This is an optimization exercise on Yosys and OpenROAD, whose aim is a short achievable clock period and few clock cycles per item, not a production implementation.
In this exercise RTL edits were held to simulation tests only and were not proved equivalent to the original.
Power is estimated from default activity; no workload was simulated.

==> 10-03 <==
// blu_core
module blu_core (
    input  wire         clk,
    input  wire         rst,
    input  wire         start,
    input  wire [31:0]  ltc,
    output wire         busy,
    output reg          done,
    output reg  [16:0]  charge,
    output wire [15:0]  imem_addr,
    input  wire [31:0]  imem_rdata,
    output wire [9:0]   pt_addr,
    input  wire [7:0]   pt_rdata,
    output wire         pt_we,
    output wire         pt_wdata,
    output wire [9:0]   priv_addr,
    input  wire [97:0]  priv_rdata,
    output wire         priv_we,
    output wire [65:0]  priv_wdata
);
==> flow/config.mk <==
export PLATFORM = sky130hd
export DESIGN_NAME = blu_core
export DESIGN_NICKNAME = blu_core
export VERILOG_FILES = /design/flow/design.v
export SDC_FILE = /design/flow/constraint.sdc
export NUM_CORES = 4
export LEC_CHECK = 0
export CAP_MARGIN = 20
export CORE_MARGIN = 2
export CORE_UTILIZATION = 40
export SLEW_MARGIN = 20
==> flow/constraint.sdc <==
create_clock -name core_clock -period 11.0 [get_ports {clk}]
set_input_delay 2.2000 -clock core_clock [delete_from_list [all_inputs] [get_ports {clk}]]
set_output_delay 2.2000 -clock core_clock [all_outputs]
set_load 0.01 [all_outputs]
standard.sh (not shown) runs the stock make flow with config.mk's settings and CLKGATE_MAP_FILE= SYNTH_SCRIPT=/design/flow/synth_recipe.tcl, a recipe that flattens the netlist after the stock synthesis.
==> flow/flow/run.sh <==
#!/bin/bash
set -euo pipefail
bash standard.sh SETUP_SLACK_MARGIN=8.5 TNS_END_PERCENT=100 \
  "BUFFER_PORTS_ARGS=-buffer_cell sky130_fd_sc_hd__buf_4" finish > standard.log 2>&1
==> inputs of 01-06, as changes to 10-03 <==
--- a/flow/design.v
+++ b/flow/design.v
@@ -63,29 +63,31 @@
         f_rc = o[5] && !o[4];
     endfunction
     function automatic [1:0] f_tbl(input [7:0] o);
         f_tbl = {(o[2:0] == 3'd5) || (o[2:0] == 3'd6), (o[2:0] == 3'd3) || (o[2:0] == 3'd4)};
     endfunction
     reg  [PQ_N-1:0] pq_v;
     reg  [9:0]      pq_a [0:PQ_N-1];
     reg  [PQ_N-1:0] pq_d;
+    reg  [PQ_N-1:0] pq_w;             
     reg  [RQ_N-1:0] rq_v;
     reg  [9:0]      rq_a [0:RQ_N-1];
     reg  [65:0]     rq_d [0:RQ_N-1];
-    reg  [9:0]  pa_q;  reg pwe_q;  reg pwd_q;
-    reg  [9:0]  ra_q;  reg rwe_q;  reg [65:0] rwd_q;
+    reg  [RQ_N-1:0] rq_w;             
+    reg  [9:0]  pa_q;  reg pwe_q;  reg pwd_q;  reg pq_pop_q;
+    reg  [9:0]  ra_q;  reg rwe_q;  reg [65:0] rwd_q;  reg rq_pop_q;
     assign pt_addr    = pa_q;
     assign pt_we      = pwe_q;
     assign pt_wdata   = pwd_q;
     assign priv_addr  = ra_q;
     assign priv_we    = rwe_q;
     assign priv_wdata = rwd_q;
-    wire pq_pop = pwe_q;
-    wire rq_pop = rwe_q;
+    wire pq_pop = pq_pop_q;
+    wire rq_pop = rq_pop_q;
     wire [3:0]  e1_mod = e1_ir[23:20];
     wire        p0 = pt_rdata[0], p1 = pt_rdata[1];
     wire [1:0]  pvld = pt_rdata[3:2];
     wire        pdbl = pt_rdata[6];
     wire        pbad = pvld[0] ^ pvld[1];
     wire        xdbl = (e1_mod[3:2] == 2'b00) ? (p1 && !p0) :
                        (e1_mod[3:2] == 2'b01) ? (!p1 && p0) : !(p0 ^ p1);
     wire        x_raw = (e1_sv && (pdbl ? xdbl : p0)) ||
@@ -162,17 +164,20 @@
                      ({1'b0, e2_c1} & {2'b0, ~r_pt});
     wire [33:0] c2 = {m2[32:0], 1'b1};
     wire [33:0] y  = s2 + c2;
     wire        lwrap = (lrel < r_lp);
     wire        t_c   = lwrap ? (y[33] | y[32]) : y[33];
     wire [31:0] x_lo  = e2_s1[31:0] + e2_c1[31:0];   
     wire        t_z   = (r_pt == 32'd0);
     wire        t_ge  = (r_et >= r_pt);
-    wire        t_ge1 = ({1'b0, r_et} + 33'd1 >= {1'b0, r_pt});
+    wire [31:0] e1_ha = r_pt, e1_hb = ~r_et;
+    wire        t_eq1 = ((e1_ha ^ e1_hb) == {e1_ha[30:0] | e1_hb[30:0], 1'b0}) &&
+                        (e1_ha[31] | e1_hb[31]);
+    wire        t_ge1 = t_ge || t_eq1;
     wire        t_max = (r_et == 32'hFFFF_FFFF);
     reg  [3:0]  q_n;       
     integer qi;
     always @(*) begin
         for (qi = 0; qi < 4; qi = qi + 1) begin : qloop
             reg cc, aa;
             cc = qi[1];
             aa = qi[0];
@@ -191,17 +196,17 @@
     wire [9:0] d_pa = d_ir[9:0];
     wire [9:0] d_ra = {d_tbl, d_ir[7:0]};
     reg  haz_pt, haz_rc;
     integer q;
     always @(*) begin
         haz_pt = (e1_v && e1_st && (e1_ir[9:0] == d_pa)) ||
                  (e2_v && e2_st && (e2_ir[9:0] == d_pa));
         for (q = 0; q < PQ_N; q = q + 1)
-            if (pq_v[q] && (pq_a[q] == d_pa)) haz_pt = 1'b1;
+            if (pq_v[q] && pq_w[q] && (pq_a[q] == d_pa)) haz_pt = 1'b1;
         haz_rc = (e1_v && e1_rc && ({e1_tbl, e1_ir[7:0]} == d_ra)) ||
                  (e2_v && e2_rc && ({e2_tbl, e2_ir[7:0]} == d_ra)) ||
                  (e3_v && (e3_ra == d_ra));
         for (q = 0; q < RQ_N; q = q + 1)
             if (rq_v[q] && (rq_a[q] == d_ra)) haz_rc = 1'b1;
     end
     wire [2:0] pq_inflt = {2'b0, e1_v && e1_st} + {2'b0, e2_v && e2_st};
     wire [2:0] rq_inflt = {2'b0, e1_v && e1_rc} + {2'b0, e2_v && e2_rc} + {2'b0, e3_v};
@@ -233,50 +238,57 @@
             pcn[ai] = k2 ? e2_tgt : k1 ? e1_tgt : kr ? d_pc : ke ? 16'd0 : f_v ? pc_inc : pc_f;
             fvn[ai] = red || (!ke && f_v);
             ivn[ai] = f_v && !red && !ke;
             dvn[ai] = i_v && !red && !ke;
             e1vn[ai] = d_v && !k2 && !k1 && !kr;
             e2vn[ai] = e1_v && !k2;
         end
     end
-    wire pq_push = e2_v && e2_st && (e2_ist || a);
+    wire pq_push = e2_v && e2_st;
+    wire pq_pwe  = e2_ist || a;
     wire pq_pdat = e2_ist ? (a ^ mod[0]) : e2_iset;
     wire rq_push = e3_v;
+    wire rq_pwe  = !(e3_rk[R_CRS] && !acc);
     wire [65:0] rq_pdat = {n_run, n_pin, n_lp, n_et};
     reg  [PQ_N-1:0] pq_vs, pq_vn;
     reg  [9:0]      pq_an [0:PQ_N-1];
-    reg  [PQ_N-1:0] pq_dn;
+    reg  [PQ_N-1:0] pq_dn, pq_wn;
     reg  [RQ_N-1:0] rq_vs, rq_vn;
     reg  [9:0]      rq_an [0:RQ_N-1];
     reg  [65:0]     rq_dn [0:RQ_N-1];
+    reg  [RQ_N-1:0] rq_wn;
     integer j;
     always @(*) begin
         pq_vs = pq_pop ? {1'b0, pq_v[PQ_N-1:1]} : pq_v;
         for (j = 0; j < PQ_N; j = j + 1) begin
             pq_an[j] = (pq_pop && j < PQ_N - 1) ? pq_a[j+1] : pq_a[j];
             pq_dn[j] = (pq_pop && j < PQ_N - 1) ? pq_d[j+1] : pq_d[j];
+            pq_wn[j] = (pq_pop && j < PQ_N - 1) ? pq_w[j+1] : pq_w[j];
         end
         pq_vn = pq_vs;
         for (j = 0; j < PQ_N; j = j + 1)
             if (pq_push && !pq_vs[j] && (j == 0 || pq_vs[j-1])) begin
                 pq_an[j] = e2_ir[9:0];
                 pq_dn[j] = pq_pdat;
+                pq_wn[j] = pq_pwe;
                 pq_vn[j] = 1'b1;
             end
         rq_vs = rq_pop ? {1'b0, rq_v[RQ_N-1:1]} : rq_v;
         for (j = 0; j < RQ_N; j = j + 1) begin
             rq_an[j] = (rq_pop && j < RQ_N - 1) ? rq_a[j+1] : rq_a[j];
             rq_dn[j] = (rq_pop && j < RQ_N - 1) ? rq_d[j+1] : rq_d[j];
+            rq_wn[j] = (rq_pop && j < RQ_N - 1) ? rq_w[j+1] : rq_w[j];
         end
         rq_vn = rq_vs;
         for (j = 0; j < RQ_N; j = j + 1)
             if (rq_push && !rq_vs[j] && (j == 0 || rq_vs[j-1])) begin
                 rq_an[j] = e3_ra;
                 rq_dn[j] = rq_pdat;
+                rq_wn[j] = rq_pwe;
                 rq_vn[j] = 1'b1;
             end
     end
     wire [7:0] i_opc  = imem_rdata[31:24];
     wire       n_mask = i_v && !(d_v && d_end);
     wire       n_rdpt = n_mask && f_rdpt(i_opc);
     wire       n_rdrc = n_mask && f_rc(i_opc);
     wire [7:0] d_opc = d_ir[31:24];
@@ -352,25 +364,27 @@
         e3_xlo <= x_lo;
         e3_pt  <= r_pt;
         e3_et  <= r_et;
         e3_et1 <= r_et + 32'd1;
         e3_lp  <= r_lp;
         for (k = 0; k < PQ_N; k = k + 1) begin
             pq_a[k] <= pq_an[k];
             pq_d[k] <= pq_dn[k];
+            pq_w[k] <= pq_wn[k];
         end
         for (k = 0; k < RQ_N; k = k + 1) begin
             rq_a[k] <= rq_an[k];
             rq_d[k] <= rq_dn[k];
+            rq_w[k] <= rq_wn[k];
         end
         pa_q  <= n_rdpt ? imem_rdata[9:0] : pq_an[0];
-        pwd_q <= pq_dn[0];
+        pwd_q <= pq_dn[0] && pq_vn[0];         
         ra_q  <= n_rdrc ? {f_tbl(i_opc), imem_rdata[7:0]} : rq_an[0];
-        rwd_q <= rq_dn[0];
+        rwd_q <= rq_dn[0] & {66{rq_vn[0]}};
         if (!busy_r)
             lrel <= ltc;
         if (rst) begin
             busy_r <= 1'b0;
             done   <= 1'b0;
             ending <= 1'b0;
             pc_f   <= 16'd0;
             f_v    <= 1'b0;
@@ -378,16 +392,18 @@
             d_v    <= 1'b0;
             e1_v   <= 1'b0;
             e2_v   <= 1'b0;
             e3_v   <= 1'b0;
             pq_v   <= {PQ_N{1'b0}};
             rq_v   <= {RQ_N{1'b0}};
             pwe_q  <= 1'b0;
             rwe_q  <= 1'b0;
+            pq_pop_q <= 1'b0;
+            rq_pop_q <= 1'b0;
             acc    <= 1'b0;
             charge <= 17'd0;
         end else begin
             e3_v <= e2_v && e2_rc;
             if (!busy_r) begin
                 pc_f   <= {15'd0, start};
                 f_v    <= start;
                 i_v    <= start;
@@ -405,18 +421,20 @@
                 e1_v <= e1vn[a];
                 e2_v <= e2vn[a];
                 acc  <= acc_n2;
                 if (e2_v)
                     charge <= charge + 17'd1;
             end
             pq_v  <= pq_vn;
             rq_v  <= rq_vn;
-            pwe_q <= !n_rdpt && pq_vn[0];
-            rwe_q <= !n_rdrc && rq_vn[0];
+            pq_pop_q <= !n_rdpt && pq_vn[0];
+            rq_pop_q <= !n_rdrc && rq_vn[0];
+            pwe_q <= !n_rdpt && pq_vn[0] && pq_wn[0];
+            rwe_q <= !n_rdrc && rq_vn[0] && rq_wn[0];
             if (e2_v) begin
                 if (e2_cls[C_PUSH]) begin
                     stk_v  <= {stk_v[14:0], a};
                     stk_or <= {stk_or[14:0], e2_ir[24]};
                 end else if (e2_cls[C_POP]) begin
                     stk_v  <= {1'b0, stk_v[15:1]};
                     stk_or <= {1'b0, stk_or[15:1]};
                 end
==> flow/flow/run.sh (replaced) <==
#!/bin/bash
set -euo pipefail
bash standard.sh SETUP_SLACK_MARGIN=9.5 TNS_END_PERCENT=100 finish > standard.log 2>&1
==> qor summary <==
item                                                            01-06           10-03
Run status                                             finished clean  finished clean
Setup repair bufs after CTS                                       334              94
Tightest Pin Transition                                        769 ps          866 ps
Combined area of the multi-input logic cells                23000 µm²       17200 µm²
Hold path startpoint                                          i_pc[3]        i_pc[13]
Worst-case hold path end point                                d_pc[3]        d_pc[13]
Simple-gate area share of the yosys netlist                     8.24%           8.60%
Clock distribution power                                      3.93 mW         3.80 mW
Combined global-route utilization of all metal layers           25.1%           19.9%
Proportion of synthesized area in mux cells                     8.38%           7.79%
N_taps                                                           1414            1380
Wire length on met3                                          11000 µm         4290 µm
Clock skew after layout                                       40.0 ps         35.3 ps
Number of combinational gates with multiple inputs               2230            2069
Sequential fraction of total cell area                          37.3%           46.2%
M1 GR Usage                                                     31.4%           28.1%
Detail-routed net length per standard cell                    25.4 µm         19.7 µm
Total Die Area                                             113000 µm²      107000 µm²
Testbench counts of 10-03, summed over its fixed seeds: cycles 124,597, instrs 111,424.
Testbench counts of 01-06, summed over its fixed seeds: cycles 124,672, instrs 111,424.

[what the ideal ports hide]
In the flow no input, the clock included, has a driving cell. The finished layouts below were timed again as built, in two steps. Step 1 sets driving cells, clkbuf_16 on the clock port and buf_2 on the other inputs (assumed; they add their load-dependent delay and slew). Step 2 times the ports against the registers' clock, not the clock port: input delays grow and output delays shrink by t, the midpoint of the rising clock arrivals with the driver on. Three values: no drivers, after step 1, after step 2; two values: the first two.
| run | shift t [ns] | setup WS [ns] | hold slack, ns |
|---|---|---|---|
| 10-03 | 0.758 | 7.373 / 7.297 / 7.718 | 0.323 / 0.323 / 0.323 |
| 01-06 | 0.784 | 7.544 / 7.469 / 7.575 | 0.323 / 0.323 / 0.323 |
After both steps every run listed still meets setup and hold.
